From an optimization exercise on the open Yosys and OpenROAD flow, aimed at small area, a short achievable clock period and few clock cycles per item; shortcuts taken in it are not production practice.
In this exercise RTL edits were held to simulation tests only and were not proved equivalent to the original.

`run.sh`:
```
#!/bin/bash
# synth_recipe.tcl (not shown) runs the flow's synth.tcl, then flattens the netlist and writes it again
# the make line also repeats each setting of config.mk as NAME=value (left out here)
make -C /OpenROAD-flow-scripts/flow DESIGN_CONFIG=/design/flow/config.mk WORK_HOME=/design/flow/orfs CLKGATE_MAP_FILE= SYNTH_SCRIPT=/design/flow/synth_recipe.tcl finish
```
`config.mk`:
```
export PLATFORM = sky130hd
export DESIGN_NAME = sha2_core
export DESIGN_NICKNAME = sha2_core
export VERILOG_FILES = /design/flow/design.v
export SDC_FILE = /design/flow/constraint.sdc
export NUM_CORES = 4
export LEC_CHECK = 0
export CAP_MARGIN = 20
export CORE_MARGIN = 2
export CORE_UTILIZATION = 40
export CTS_BUF_LIST = sky130_fd_sc_hd__clkbuf_8
export SETUP_SLACK_MARGIN = 5
export SLEW_MARGIN = 20
export SYNTH_MEMORY_MAX_BITS = 16384
export TNS_END_PERCENT = 100
```
`constraint.sdc`:
```
create_clock -name core_clock -period 12.0 [get_ports {clk}]
set_input_delay 2.4000 -clock core_clock [delete_from_list [all_inputs] [get_ports {clk}]]
set_output_delay 2.4000 -clock core_clock [all_outputs]
set_load 0.01 [all_outputs]
```
`design.v`:
```
module sha2_k (
    input  wire [6:0]  t,
    output reg  [63:0] k
);
    always @(*) begin
        case (t)
            7'd0: k = 64'h428a2f98d728ae22;
            7'd1: k = 64'h7137449123ef65cd;
            7'd2: k = 64'hb5c0fbcfec4d3b2f;
            7'd3: k = 64'he9b5dba58189dbbc;
            7'd4: k = 64'h3956c25bf348b538;
            7'd5: k = 64'h59f111f1b605d019;
            7'd6: k = 64'h923f82a4af194f9b;
            7'd7: k = 64'hab1c5ed5da6d8118;
            7'd8: k = 64'hd807aa98a3030242;
            7'd9: k = 64'h12835b0145706fbe;
            7'd10: k = 64'h243185be4ee4b28c;
            7'd11: k = 64'h550c7dc3d5ffb4e2;
            7'd12: k = 64'h72be5d74f27b896f;
            7'd13: k = 64'h80deb1fe3b1696b1;
            7'd14: k = 64'h9bdc06a725c71235;
            7'd15: k = 64'hc19bf174cf692694;
            7'd16: k = 64'he49b69c19ef14ad2;
            7'd17: k = 64'hefbe4786384f25e3;
            7'd18: k = 64'h0fc19dc68b8cd5b5;
            7'd19: k = 64'h240ca1cc77ac9c65;
            7'd20: k = 64'h2de92c6f592b0275;
            7'd21: k = 64'h4a7484aa6ea6e483;
            7'd22: k = 64'h5cb0a9dcbd41fbd4;
            7'd23: k = 64'h76f988da831153b5;
            7'd24: k = 64'h983e5152ee66dfab;
            7'd25: k = 64'ha831c66d2db43210;
            7'd26: k = 64'hb00327c898fb213f;
            7'd27: k = 64'hbf597fc7beef0ee4;
            7'd28: k = 64'hc6e00bf33da88fc2;
            7'd29: k = 64'hd5a79147930aa725;
            7'd30: k = 64'h06ca6351e003826f;
            7'd31: k = 64'h142929670a0e6e70;
            7'd32: k = 64'h27b70a8546d22ffc;
            7'd33: k = 64'h2e1b21385c26c926;
            7'd34: k = 64'h4d2c6dfc5ac42aed;
            7'd35: k = 64'h53380d139d95b3df;
            7'd36: k = 64'h650a73548baf63de;
            7'd37: k = 64'h766a0abb3c77b2a8;
            7'd38: k = 64'h81c2c92e47edaee6;
            7'd39: k = 64'h92722c851482353b;
            7'd40: k = 64'ha2bfe8a14cf10364;
            7'd41: k = 64'ha81a664bbc423001;
            7'd42: k = 64'hc24b8b70d0f89791;
            7'd43: k = 64'hc76c51a30654be30;
            7'd44: k = 64'hd192e819d6ef5218;
            7'd45: k = 64'hd69906245565a910;
            7'd46: k = 64'hf40e35855771202a;
            7'd47: k = 64'h106aa07032bbd1b8;
            7'd48: k = 64'h19a4c116b8d2d0c8;
            7'd49: k = 64'h1e376c085141ab53;
            7'd50: k = 64'h2748774cdf8eeb99;
            7'd51: k = 64'h34b0bcb5e19b48a8;
            7'd52: k = 64'h391c0cb3c5c95a63;
            7'd53: k = 64'h4ed8aa4ae3418acb;
            7'd54: k = 64'h5b9cca4f7763e373;
            7'd55: k = 64'h682e6ff3d6b2b8a3;
            7'd56: k = 64'h748f82ee5defb2fc;
            7'd57: k = 64'h78a5636f43172f60;
            7'd58: k = 64'h84c87814a1f0ab72;
            7'd59: k = 64'h8cc702081a6439ec;
            7'd60: k = 64'h90befffa23631e28;
            7'd61: k = 64'ha4506cebde82bde9;
            7'd62: k = 64'hbef9a3f7b2c67915;
            7'd63: k = 64'hc67178f2e372532b;
            7'd64: k = 64'hca273eceea26619c;
            7'd65: k = 64'hd186b8c721c0c207;
            7'd66: k = 64'heada7dd6cde0eb1e;
            7'd67: k = 64'hf57d4f7fee6ed178;
            7'd68: k = 64'h06f067aa72176fba;
            7'd69: k = 64'h0a637dc5a2c898a6;
            7'd70: k = 64'h113f9804bef90dae;
            7'd71: k = 64'h1b710b35131c471b;
            7'd72: k = 64'h28db77f523047d84;
            7'd73: k = 64'h32caab7b40c72493;
            7'd74: k = 64'h3c9ebe0a15c9bebc;
            7'd75: k = 64'h431d67c49c100d4c;
            7'd76: k = 64'h4cc5d4becb3e42b6;
            7'd77: k = 64'h597f299cfc657e2a;
            7'd78: k = 64'h5fcb6fab3ad6faec;
            7'd79: k = 64'h6c44198c4a475817;
            default: k = 64'h0;
        endcase
    end
endmodule
module sha2_addbk (
    input  wire [63:0] x,
    input  wire [63:0] y,
    output wire [63:0] s
);
    wire [63:0] g0 = x & y;
    wire [63:0] p0 = x ^ y;
    wire [63:0] g1 = g0 | (64'haaaaaaaaaaaaaaaa & p0 & {g0[62:0], 1'h0});
    wire [63:0] p1 = p0 & (~64'haaaaaaaaaaaaaaaa | {p0[62:0], 1'h0});
    wire [63:0] g2 = g1 | (64'h8888888888888888 & p1 & {g1[61:0], 2'h0});
    wire [63:0] p2 = p1 & (~64'h8888888888888888 | {p1[61:0], 2'h0});
    wire [63:0] g3 = g2 | (64'h8080808080808080 & p2 & {g2[59:0], 4'h0});
    wire [63:0] p3 = p2 & (~64'h8080808080808080 | {p2[59:0], 4'h0});
    wire [63:0] g4 = g3 | (64'h8000800080008000 & p3 & {g3[55:0], 8'h0});
    wire [63:0] p4 = p3 & (~64'h8000800080008000 | {p3[55:0], 8'h0});
    wire [63:0] g5 = g4 | (64'h8000000080000000 & p4 & {g4[47:0], 16'h0});
    wire [63:0] p5 = p4 & (~64'h8000000080000000 | {p4[47:0], 16'h0});
    wire [63:0] g6 = g5 | (64'h8000000000000000 & p5 & {g5[31:0], 32'h0});
    wire [63:0] p6 = p5 & (~64'h8000000000000000 | {p5[31:0], 32'h0});
    wire [63:0] g7 = g6 | (64'h0000800000000000 & p6 & {g6[47:0], 16'h0});
    wire [63:0] p7 = p6 & (~64'h0000800000000000 | {p6[47:0], 16'h0});
    wire [63:0] g8 = g7 | (64'h0080008000800000 & p7 & {g7[55:0], 8'h0});
    wire [63:0] p8 = p7 & (~64'h0080008000800000 | {p7[55:0], 8'h0});
    wire [63:0] g9 = g8 | (64'h0808080808080800 & p8 & {g8[59:0], 4'h0});
    wire [63:0] p9 = p8 & (~64'h0808080808080800 | {p8[59:0], 4'h0});
    wire [63:0] g10 = g9 | (64'h2222222222222220 & p9 & {g9[61:0], 2'h0});
    wire [63:0] p10 = p9 & (~64'h2222222222222220 | {p9[61:0], 2'h0});
    wire [63:0] g11 = g10 | (64'h5555555555555554 & p10 & {g10[62:0], 1'h0});
    assign s = p0 ^ {g11[62:0], 1'b0};
endmodule
module sha2_core (
    input  wire         clk,
    input  wire         rst,       
    input  wire         open,      
    input  wire [1:0]   alg,       
    input  wire         wvalid,    
    input  wire [63:0]  wdata,
    input  wire         wlast,     
    input  wire [3:0]   wcnt,      
    output wire         ready,
    output reg          done,      
    output wire [511:0] digest
);
    function automatic [31:0] rotr32(input [31:0] x, input integer n);
        rotr32 = (x >> n) | (x << (32 - n));
    endfunction
    function automatic [63:0] rotr64(input [63:0] x, input integer n);
        rotr64 = (x >> n) | (x << (64 - n));
    endfunction
    function automatic [63:0] bsig0(input w64, input [63:0] x);
        reg [63:0] f64;
        reg [31:0] f32;
        begin
            f64 = rotr64(x, 28) ^ rotr64(x, 34) ^ rotr64(x, 39);
            f32 = rotr32(x[31:0], 2) ^ rotr32(x[31:0], 13) ^ rotr32(x[31:0], 22);
            bsig0 = {f64[63:32], w64 ? f64[31:0] : f32};
        end
    endfunction
    function automatic [63:0] bsig1(input w64, input [63:0] x);
        reg [63:0] f64;
        reg [31:0] f32;
        begin
            f64 = rotr64(x, 14) ^ rotr64(x, 18) ^ rotr64(x, 41);
            f32 = rotr32(x[31:0], 6) ^ rotr32(x[31:0], 11) ^ rotr32(x[31:0], 25);
            bsig1 = {f64[63:32], w64 ? f64[31:0] : f32};
        end
    endfunction
    function automatic [63:0] ssig0(input w64, input [63:0] x);
        reg [63:0] f64;
        reg [31:0] f32;
        begin
            f64 = rotr64(x, 1) ^ rotr64(x, 8) ^ (x >> 7);
            f32 = rotr32(x[31:0], 7) ^ rotr32(x[31:0], 18) ^ (x[31:0] >> 3);
            ssig0 = {f64[63:32], w64 ? f64[31:0] : f32};
        end
    endfunction
    function automatic [63:0] ssig1(input w64, input [63:0] x);
        reg [63:0] f64;
        reg [31:0] f32;
        begin
            f64 = rotr64(x, 19) ^ rotr64(x, 61) ^ (x >> 6);
            f32 = rotr32(x[31:0], 17) ^ rotr32(x[31:0], 19) ^ (x[31:0] >> 10);
            ssig1 = {f64[63:32], w64 ? f64[31:0] : f32};
        end
    endfunction
    function automatic [62:0] maj3(input [63:0] x, input [63:0] y, input [63:0] z);
        maj3 = (x[62:0] & y[62:0]) | (z[62:0] & (x[62:0] | y[62:0]));
    endfunction
    function automatic [63:0] iv(input [1:0] al, input [2:0] n);
        reg [63:0] v512, v384;
        begin
            case (n)
                3'd0: begin v512 = 64'h6a09e667f3bcc908; v384 = 64'hcbbb9d5dc1059ed8; end
                3'd1: begin v512 = 64'hbb67ae8584caa73b; v384 = 64'h629a292a367cd507; end
                3'd2: begin v512 = 64'h3c6ef372fe94f82b; v384 = 64'h9159015a3070dd17; end
                3'd3: begin v512 = 64'ha54ff53a5f1d36f1; v384 = 64'h152fecd8f70e5939; end
                3'd4: begin v512 = 64'h510e527fade682d1; v384 = 64'h67332667ffc00b31; end
                3'd5: begin v512 = 64'h9b05688c2b3e6c1f; v384 = 64'h8eb44a8768581511; end
                3'd6: begin v512 = 64'h1f83d9abfb41bd6b; v384 = 64'hdb0c2e0d64f98fa7; end
                default: begin v512 = 64'h5be0cd19137e2179; v384 = 64'h47b5481dbefa4fa4; end
            endcase
            iv = al[1] ? v512 : al[0] ? v384 : {v512[63:32], v512[63:32]};
        end
    endfunction
    localparam [1:0] I_IDLE = 2'd0,    
                     I_OPEN = 2'd1,    
                     I_PAD  = 2'd2;    
    reg  [1:0]   ist;
    reg  [1:0]   alg_i;       
    reg  [44:0]  nwords;      
    reg  [2:0]   nlow;        
    wire [47:0]  nbytes = {nwords, nlow};
    reg          need80;      
    reg          len_here;    
    reg          blk_first;   
    reg          blk_final;   
    reg  [4:0]   fill;        
    reg  [31:0]  pend;        
    reg          pend_v;
    reg          e_run;       
    reg          e_nrun;      
    reg          e_fin;       
    reg  [1:0]   e_rot;       
    reg  [6:0]   r;           
    reg  [1:0]   alg_e;       
    reg          e_final;     
    reg          iv_ok;       
    reg  [63:0]  w [0:15];    
    reg  [63:0]  a, b, c, d, e, f, g, h;
    reg  [63:0]  p;           
    reg  [63:0]  sa0, sa1, sa2, sa3;    
    reg  [63:0]  se0, se1, se2, se3;    
    wire         big_i = alg_i[1] | alg_i[0];
    reg          big_s;       
    reg          sml_w;       
    wire         big_e = !sml_w;
    wire [6:0]   nrounds = big_e ? 7'd80 : 7'd64;
    wire e_idle   = !e_run && !e_fin && (e_rot == 2'd0);
    wire ivld     = e_idle && fill[4] && blk_first && !iv_ok;
    wire start    = fill[4] && ((e_idle && (!blk_first || iv_ok)) ||
                                (e_fin && !e_final && !blk_first));
    wire last_rnd = e_run && (r == nrounds);
    wire can_acc  = !fill[4] && (!e_run || (r >= nrounds - 7'd15));
    wire word_ok  = (ist == I_OPEN) && can_acc && !pend_v;
    assign ready = (ist == I_IDLE) ? !fill[4] : word_ok;
    wire acc_open = open && ready;
    wire acc_word = wvalid && !open && word_ok;
    wire pad_go   = (ist == I_PAD) && !pend_v && can_acc;
    wire arrive   = can_acc && (pend_v || pad_go || acc_word);
    wire pad_end  = pad_go && !need80 && len_here && (fill[3:0] == 4'd15);
    wire [3:0]  w_cnt = wlast ? wcnt : 4'd8;
    reg  [63:0] w_in;
    integer k;
    always @(*) begin
        for (k = 0; k < 8; k = k + 1) begin
            if (k < w_cnt)       w_in[63 - 8*k -: 8] = wdata[8*k +: 8];
            else if (k == w_cnt) w_in[63 - 8*k -: 8] = 8'h80;
            else                 w_in[63 - 8*k -: 8] = 8'h00;
        end
    end
    wire [63:0] pad_word = need80 ? (big_i ? 64'h8000_0000_0000_0000 : 64'h0000_0000_8000_0000)
                         : (len_here && fill[3:0] == 4'd14) ? (big_i ? 64'h0 : {45'h0, nbytes[47:29]})
                         : (len_here && fill[3:0] == 4'd15) ? {13'h0, nbytes, 3'b000}
                         : 64'h0;
    wire [63:0] in_word  = big_i ? w_in : {w_in[31:0], w_in[63:32]};
    wire [63:0] arr_word = pend_v ? {32'h0, pend} : (ist == I_PAD) ? pad_word : in_word;
    wire [6:0]  r_nx = start ? 7'd1 : (e_run && !last_rnd) ? r + 7'd1 : 7'd0;
    wire [63:0] k512;
    reg  [63:0] kq;           
    sha2_k u_k (
        .t (r_nx),
        .k (k512)
    );
    wire [63:0] kt = {kq[63:32], big_e ? kq[31:0] : kq[63:32]};
    wire [63:0] s1e = bsig1(big_s, e);
    wire [63:0] s0a = bsig0(big_s, a);
    wire [63:0] ch  = g ^ (e & (f ^ g));
    wire [63:0] mj  = (a & b) | (c & (a | b));
    wire [63:0] a1s = p ^ ch ^ mj;
    wire [63:0] a1c = {maj3(p, ch, mj), 1'b0};
    wire [63:0] a2s = a1s ^ s1e ^ s0a;
    wire [63:0] a2c = {maj3(a1s, s1e, s0a), 1'b0};
    wire [63:0] a3s = a2s ^ a2c ^ a1c;
    wire [63:0] a3c = {maj3(a2s, a2c, a1c), 1'b0};
    wire [63:0] a_n = a3s + a3c;
    wire [63:0] e1s = p ^ ch ^ d;
    wire [63:0] e1c = {maj3(p, ch, d), 1'b0};
    wire [63:0] e2s = e1s ^ e1c ^ s1e;
    wire [63:0] e2c = {maj3(e1s, e1c, s1e), 1'b0};
    wire [63:0] e_n = e2s + e2c;
    wire [63:0] sg1 = ssig1(big_e, w[14]);
    wire [63:0] sg0 = ssig0(big_e, w[1]);
    wire [63:0] w1s = w[9] ^ w[0] ^ sg1;
    wire [63:0] w1c = {maj3(w[9], w[0], sg1), 1'b0};
    wire [63:0] w2s = w1s ^ w1c ^ sg0;
    wire [63:0] w2c = {maj3(w1s, w1c, sg0), 1'b0};
    wire [63:0] w_next;
    sha2_addbk u_add_w (.x(w2s), .y(w2c), .s(w_next));
    wire [63:0] p_h = e_nrun ? se2 : g;
    wire [63:0] p_w = e_nrun ? w[0] : w[1];
    wire [63:0] p1s = p_h ^ kt ^ p_w;
    wire [63:0] p1c = {maj3(p_h, kt, p_w), 1'b0};
    wire [63:0] p_n;
    sha2_addbk u_add_p (.x(p1s), .y(p1c), .s(p_n));
    wire        upd = (e_run && (r >= nrounds - 7'd2)) || e_fin || (e_rot != 2'd0) || start;
    wire        use_ae = e_run || e_fin;
    wire [63:0] ha, he;
    sha2_addbk u_add_ha (.x(sa3), .y(use_ae ? a : 64'h0), .s(ha));
    sha2_addbk u_add_he (.x(se3), .y(use_ae ? e : 64'h0), .s(he));
    wire [511:0] d_be = alg_e[1] ? {sa0, sa1, sa2, sa3, se0, se1, se2, se3}
                      : alg_e[0] ? {sa0, sa1, sa2, sa3, se0, se1, 128'h0}
                      : {sa0[31:0], sa1[31:0], sa2[31:0], sa3[31:0],
                         se0[31:0], se1[31:0], se2[31:0], se3[31:0], 256'h0};
    genvar gb;
    generate
        for (gb = 0; gb < 64; gb = gb + 1) begin : g_digest
            assign digest[8*gb +: 8] = d_be[511 - 8*gb -: 8];
        end
    endgenerate
    always @(posedge clk) begin
        if (rst) begin
            ist       <= I_IDLE;
            fill      <= 5'd0;
            pend_v    <= 1'b0;
            blk_first <= 1'b0;
            blk_final <= 1'b0;
            e_run     <= 1'b0;
            e_nrun    <= 1'b1;
            e_fin     <= 1'b0;
            e_rot     <= 2'd0;
            r         <= 7'd0;
            done      <= 1'b0;
            iv_ok     <= 1'b0;
        end else begin
            if (acc_open)                 ist <= I_OPEN;
            else if (acc_word && wlast)   ist <= I_PAD;
            else if (pad_end)             ist <= I_IDLE;
            if (acc_open || start) fill <= 5'd0;
            else if (arrive)       fill <= fill + 5'd1;
            if (acc_word && !big_i) pend_v <= 1'b1;
            else if (arrive)        pend_v <= 1'b0;
            if (acc_open) begin
                blk_first <= 1'b1;
                blk_final <= 1'b0;
            end else if (start) begin
                blk_first <= 1'b0;
                blk_final <= 1'b0;
            end else if (pad_end) begin
                blk_final <= 1'b1;
            end
            done  <= e_fin && e_final;
            if (ivld)                   iv_ok <= 1'b1;
            else if (start || acc_open) iv_ok <= 1'b0;
            e_fin <= last_rnd;
            if (e_fin && !e_final && !start) e_rot <= 2'd3;
            else if (e_rot != 2'd0)          e_rot <= e_rot - 2'd1;
            if (start) begin
                e_run  <= 1'b1;
                e_nrun <= 1'b0;
                r     <= 7'd1;
            end else if (last_rnd) begin
                e_run  <= 1'b0;
                e_nrun <= 1'b1;
                r     <= 7'd0;
            end else if (e_run) begin
                r     <= r + 7'd1;
            end
        end
    end
    integer i;
    always @(posedge clk) begin
        if (acc_open) begin
            alg_i  <= alg;
            nwords <= 45'h0;
            nlow   <= 3'h0;
        end else if (acc_word) begin
            if (w_cnt[3]) nwords <= nwords + 45'h1;
            else          nlow   <= w_cnt[2:0];
        end
        if (acc_word) pend <= w_in[31:0];
        if (acc_word && wlast) begin
            need80   <= (w_cnt == 4'd8);
            len_here <= big_i ? (fill[3:0] <= 4'd13)
                              : ((fill[3:0] + {3'b000, wcnt[3] | wcnt[2]}) <= 4'd13);
        end else if (pad_go && need80) begin
            need80   <= 1'b0;
            len_here <= (fill[3:0] <= 4'd13);
        end else if (start && ist == I_PAD) begin
            len_here <= 1'b1;
        end
        if (start) e_final <= blk_final;
        if (ivld) begin
            alg_e <= alg_i;
            big_s <= big_i;
            sml_w <= !big_i;
        end
        for (i = 0; i < 15; i = i + 1)
            if (arrive || (e_run && ({1'b0, r} + i <= {1'b0, nrounds})))
                w[i] <= w[i+1];
        if (arrive)
            w[15] <= arr_word;
        else if (e_run && ({1'b0, r} + 8'd15 <= {1'b0, nrounds}))
            w[15] <= w_next;
        if (e_run) begin
            h <= g;
            g <= f;
            f <= e;
            e <= e_n;
            d <= c;
            c <= b;
            b <= a;
            a <= a_n;
        end else begin
            a <= ha;
            b <= sa0;
            c <= sa1;
            d <= sa2;
            e <= he;
            f <= se0;
            g <= se1;
            h <= se2;
        end
        p  <= p_n;
        kq <= k512;
        if (ivld) begin
            sa0 <= iv(alg_i, 3'd1);
            sa1 <= iv(alg_i, 3'd2);
            sa2 <= iv(alg_i, 3'd3);
            sa3 <= iv(alg_i, 3'd0);
            se0 <= iv(alg_i, 3'd5);
            se1 <= iv(alg_i, 3'd6);
            se2 <= iv(alg_i, 3'd7);
            se3 <= iv(alg_i, 3'd4);
        end else if (upd) begin
            sa0 <= ha;
            sa1 <= sa0;
            sa2 <= sa1;
            sa3 <= sa2;
            se0 <= he;
            se1 <= se0;
            se2 <= se1;
            se3 <= se2;
        end
    end
endmodule
```
==> summary.txt, run 1 <==
worst slew pin tran=1.359 ns; clock sink count=2225; Critical Path AT=8.00 ns; cell count after synthesis=11180; synth cell count leaders=edfxtp_1 (1577), mux2_2 (836), nor2_1 (836), clkbuf_1 (655); Pre-antenna DRT Iters=6; root buf cell=clkbuf_8; largest net degree at the start of global routing=142; Synth async-reset ratio=0; max reg flops=1024; CP Data Required Time=13.00 ns; WL final=635100 um; Largest Register=w; vias in the first global route=95590; Reg clk slew, reported paths=0.06 ns; post-synth net total=12310; Syn Std Cell Area=127700 sq um; Layout Nets=12840; CP endpoint kind=register; WHS Path Cells=0; Ports=589; fmax=142.9 MHz; core area=317800 sq um; critical path startpoint=e[9]; Max clock buf depth=4; Area after DPL=138600 sq um; min-delay src=w[2][63]; Die Area=323800 sq um; vias=95160; first-pass GRT wire length=844600 um; Worst Clk Skew=0.1121 ns; area leader, netlist=edfxtp_1; CP Class=register to register; Total GRT Usage=0.3848; Clock Latency Late Sink=1.19 ns; Final Cycle Share=0.5832; worst hold path class=register to register; initial antenna violation count=55; Crit Path Max Fanout=9; CTS tree=yes; #FFs+latches synth=2225; Iter 0 DRT Violations=9991; M1 WL=235000 um; WHS=0.3699 ns; gr ovfl total=0; design area=147000 sq um; Via-to-Cell Ratio=5.859; fraction of layout cells with a size suffix above 1=0.1529; wire length on met3=45530 um; Setup Viol. Count Final=0; starting density of the core=0.4018; DP HPWL=494800 um; RSZ-0062 raised after global routing=yes; Hold-fix buffers, CTS=0; Final Util=0.4627; Filler Cell Count=29230; Synth Flop Type=edfxtp_1; Rows=207; crit start category=register; max_slew headroom=0.08771; Avg Inst Size Synth=11.43 sq um; CTS H-tree lvls=5; DRC viols=0; setup ws final=5.002 ns; FF-to-FF path depth=15; dpl ws=4.580 ns; synth top area cells=edfxtp_1 (37%), dfxtp_1 (10%), fa_1 (9.9%); WL per Instance=39.10 um; R2R setup slack=5.00 ns; Top Metal Used=met5; Placer Congestion=1.082; sequential fraction of the synthesis area=0.4724; Max Cap Viol=0; chip height=569.0 um; number of synthesized flops with an enable pin=1577; Num CTS Buffers=389; Max Slew Vio Count=0; Tmin final=6.998 ns; area delta synth->final=15.14%; Hold Vio Cnt, Final=0; met2 WL=293500 um; post-synth top area share=0.3708; warnings from Yosys=3; setup TNS=0 ns; remaining antenna violation count=0; top-count cell post-synth=edfxtp_1; I/O Buffers=588; R2R Path Start=e[9]; Die X=569.0 um; status=no timing/DRC/antenna violations; Unique masters post-synth=89
logic make-up (layout without fill, tap and decap cells):
| family | Yosys count | in the layout | synth area share |
|---|---|---|---|
| adder cells (fa/ha/maj) | 1119 | 1119 | 0.1457 |
| buffers and inverters | 1351 | 2216 | 0.03998 |
| AO/OA/AOI/OAI | 1997 | 1997 | 0.09837 |
| other | 0 | 22 | 0 |
| XOR/XNOR | 1005 | 1005 | 0.06893 |
| AND/OR/NAND/NOR | 2611 | 2611 | 0.09834 |
| multiplexers | 868 | 868 | 0.07623 |
| flip-flops | 2225 | 2225 | 0.4724 |
final cells by class:
type                       count  area (sq um)  share of cell area
antenna                       22         55.05           0.0003744
inverter                     617          2328             0.01584
tap                         4180          5230             0.03557
multi-input combinational   7600         62680              0.4263
clock buffer                 418          5753             0.03913
clock inverter               306          2336             0.01589
timing repair buffer         875          8307             0.05650
sequential                  2225         60340              0.4104
cell usage in the layout (no fill, tap or decap), types with 147 or more instances in the layout:
| master | n |
|---|---|
| edfxtp_1 | 1577 |
| mux2_2 | 836 |
| nor2_1 | 816 |
| inv_1 | 705 |
| dfxtp_1 | 644 |
| xnor2_1 | 643 |
| fa_1 | 634 |
| clkdlybuf4s50_1 | 588 |
| nand2_1 | 577 |
| a21oi_1 | 570 |
| o21ai_0 | 440 |
| clkbuf_8 | 418 |
| ha_1 | 416 |
| and2_1 | 378 |
| xor2_1 | 357 |
| a21o_1 | 293 |
| buf_4 | 263 |
| nand3_1 | 166 |
| nor2b_1 | 151 |
| nand2b_1 | 147 |
what timing repair did:
item / 4_1_cts / 5_1_grt
setup buffers: 9 / 1
gates resized for setup: 17 / 22
cloned: 0 / 1
endpoints found under the setup margin: 97 / 41
pin swaps: 0 / 1
worst paths after layout:
kind	endpoint
worst max register to register	e[58]
worst min register to register	w[1][63]
worst min-delay path	w[1][63]
worst max-delay path	e[58]
per-stage QoR:
step	cells
after floorplan	11180
after global placement	15480
after detailed placement	15490
after CTS	16220
after global routing	16220
final	16240
layer usage:
metal / up-vias / track usage
met2: 4840 / 0.6205
met3: 1455 / 0.07509
li1: 40200 / -
met4: 18 / 0.3021
met5: - / 0
met1: 48650 / 0.4505
critical path, cell delays in order (launching register included):
cell,delay (ns)
dfxtp_1,0.92
xor2_1,0.17
xnor2_1,0.24
o21ai_0,0.75
fa_1,0.53
ha_1,0.36
nand3_1,0.09
nor2_1,0.38
o211ai_1,0.35
o211ai_1,0.46
nand4_1,0.87
a211oi_2,0.75
o41ai_1,0.20
o21ai_1,0.38
xor2_1,0.11
mux2_2,0.28
Testbench counts, summed over its fixed seeds: cycles 33,163, bytes 33,059.
==> run 2: changes to the inputs <==
--- a/config.mk
+++ b/config.mk
@@ -7,7 +7,7 @@
 export LEC_CHECK = 0
 export CAP_MARGIN = 20
 export CORE_MARGIN = 2
-export CORE_UTILIZATION = 40
+export CORE_UTILIZATION = 55
 export CTS_BUF_LIST = sky130_fd_sc_hd__clkbuf_8
 export SETUP_SLACK_MARGIN = 5
 export SLEW_MARGIN = 20
==> summary.txt, run 2 <==
status=no timing/DRC/antenna violations; post-synth net total=12310 (unchanged); Final Cycle Share=0.5718 (-0.01142); WL final=580600 um (-8.6%); slowest CP cell=clkdlybuf4s50_1; Avg Inst Size Synth=11.43 sq um (unchanged); Ports=589 (unchanged); remaining antenna violation count=0 (unchanged); crit-path cells=buf_12 -> buf_6 -> ha_1 -> nand4bb_1 -> o221a_4 -> nor3_1 -> a21oi_1 -> nor2_1 -> clkdlybuf4s50_1; Largest Register=w; Rows=176 (-15%); vias=98520 (+3.5%); CTS H-tree lvls=5 (unchanged); Critical Path AT=4.46 ns (-3.54 ns); Reg clk slew, reported paths=0.08 ns (+0.02 ns); Filler Cell Count=17590 (-40%); max_slew headroom=0.1309 (+0.04324); DRC viols=0 (unchanged); worst hold path class=register to register; Max Slew Vio Count=0 (unchanged); synth cell count leaders=edfxtp_1 (1577), mux2_2 (836), nor2_1 (836), clkbuf_1 (655); Worst Clk Skew=0.1536 ns (+0.04147 ns); Num CTS Buffers=379 (-2.6%); design area=143800 sq um (-2.2%); Pre-antenna DRT Iters=8 (+2); Synth async-reset ratio=0 (unchanged); Unique masters post-synth=89 (unchanged); crit start category=register; Via-to-Cell Ratio=6.582 (+12%); sequential fraction of the synthesis area=0.4724 (unchanged); Clock Latency Late Sink=1.18 ns (about the same); Hold-fix buffers, CTS=0 (unchanged); WHS=0.3201 ns (-0.04978 ns); WL per Instance=38.79 um (-0.79%); Die X=485.8 um (-15%); CP Data Required Time=9.60 ns (-3.40 ns); root buf cell=clkbuf_8; Die Area=236000 sq um (-27%); cell count after synthesis=11180 (unchanged); starting density of the core=0.5544 (+0.1526); number of synthesized flops with an enable pin=1577 (unchanged); initial antenna violation count=67 (+22%); Setup Viol. Count Final=0 (unchanged); Max Cap Viol=0 (unchanged); CP peak stage delay=0.58 ns (-0.34 ns); synth top area cells=edfxtp_1 (37%), dfxtp_1 (10%), fa_1 (9.9%); post-synth top area share=0.3708 (unchanged); Placer Congestion=1.110 (+2.5%); clock sink count=2225 (unchanged); first-pass GRT wire length=782200 um (-7.4%); I/O Buffers=588 (unchanged); Layout Nets=12730 (-0.83%); core area=230300 sq um (-28%); CP Class=register to output pin; multi-input combinational cell area=62610 sq um (-0.12%); warnings from Yosys=3 (unchanged); fraction of layout cells with a size suffix above 1=0.1391 (-0.01380); vias in the first global route=96740 (+1.2%); Synth Flop Type=edfxtp_1; most frequent cells in the layout=edfxtp_1 (1577), mux2_2 (836), nor2_1 (822); gr ovfl total=0 (unchanged); DP HPWL=444000 um (-10%); Crit Path Max Fanout=80 (+71); #FFs+latches synth=2225 (unchanged); setup TNS=0 ns (unchanged); Hold Vio Cnt, Final=0 (unchanged); commonest non-fill, non-tap cell in the layout=edfxtp_1; Register Area=60340 sq um (unchanged); Max clock buf depth=4 (unchanged); Tmin final=6.861 ns (-0.1370 ns); Iter 0 DRT Violations=13690 (+37%); max reg flops=1024 (unchanged); area leader, netlist=edfxtp_1; CP endpoint kind=output pin; chip height=485.8 um (-15%); Area after DPL=136400 sq um (-1.6%); fmax=145.7 MHz (+2.0%); Total GRT Usage=0.4817 (+0.09697); top-count cell post-synth=edfxtp_1; area delta synth->final=12.65%; worst slew pin tran=1.290 ns (-0.06872 ns); CTS tree=yes; RSZ-0062 raised after global routing=yes; largest net degree at the start of global routing=159 (+12%); Syn Std Cell Area=127700 sq um (unchanged)
run 2: cell counts after synthesis:
No cell type changed its count.
run 2: path summary, 6_finish.rpt:
path | start | endpoint | slack, ns | depth (start not counted)
max | sml_w | ready | 5.14 | 9
min | w[3][46] | w[2][46] | 0.32 | 0
max reg2reg | sml_w | w[15][63] | 5.15 | 27
min reg2reg | w[3][46] | w[2][46] | 0.32 | 0
run 2: cell type report:
cell class                 instances  share of cell area
multi-input combinational       7601              0.4352
tap                             3026             0.02632
clock buffer                     413             0.03952
timing repair buffer             777             0.05188
sequential                      2225              0.4195
antenna                           43           0.0007480
clock inverter                   265             0.01063
inverter                         617             0.01621
run 2: through the flow:
step           utilization  instances  setup slack, ns
3_3_place_gp        0.5921      14240            4.982
2_1_floorplan            -      11180           -9.127
6_report            0.6245      14970            5.139
5_1_grt             0.6242      14940            4.906
3_5_place_dp        0.5922      14240            4.895
4_1_cts             0.6237      14920            5.065
run 2: timing repair:
item                                    4_1_cts  5_1_grt
setup buffers                                 0        2
resized for setup                             8        6
pin swaps                                     0        1
endpoints found under the hold margin         0        0
endpoints found under the setup margin       89       32
gates cloned                                  0        1
run 2: cell families after synthesis:
family,after synthesis,synth area share
flip-flops,2225,0.4724
AND/OR/NAND/NOR,2611,0.09834
multiplexers,868,0.07623
adder cells (fa/ha/maj),1119,0.1457
XOR/XNOR,1005,0.06893
AO/OA/AOI/OAI,1997,0.09837
buffers and inverters,1351,0.03998
run 2: routing by layer:
| layer | part of all wire | routed length, um | vias up | global-route usage |
|---|---|---|---|---|
| met3 | 0.12 | 68140 | 2335 | 0.1542 |
| met2 | 0.43 | 250700 | 7509 | 0.7163 |
| met5 | 0.00074 | 431 | - | 0.006940 |
| met1 | 0.33 | 192200 | 48700 | 0.5464 |
| li1 | - | - | 39940 | - |
| met4 | 0.12 | 69110 | 32 | 0.4588 |
run 2: critical path: cells and delay by family, from the launching register on:
kind / cells / cell delay [ns]
AO/OA/AOI/OAI: 2 / 0.44
flip-flops: 1 / 0.37
AND/OR/NAND/NOR: 3 / 0.80
buffers and inverters: 3 / 1.45
adder cells (fa/ha/maj): 1 / 0.25

## separate check: timing with driven ports
No port has a modelled driver above. Below, the same layouts with a new extraction and two added sets of constraints.
Step 1 sets driving cells, clkbuf_16 on the clock port and buf_2 on the other inputs (assumed; they add their load-dependent delay and slew).
Step 2, shift: input delay + t, output delay - t, t = (earliest + latest rising clock arrival at the registers) / 2. This alone moves slack from input paths to output paths.
Slacks: no drivers / after step 1 / after step 2; pairs: no drivers / after step 1.
run	t, ns	slack for setup (ns)	hold WS [ns]	worst setup path after step 2	latest minus earliest clock arrival (ns)
run 1	1.232	5.002 / 5.002 / 5.002	0.370 / 0.370 / 0.370	register to register	0.112 / 0.112
run 2	1.191	5.139 / 5.053 / 5.148	0.320 / 0.320 / 0.320	register to register	0.154 / 0.154
After both steps setup and hold are still met in every run listed.
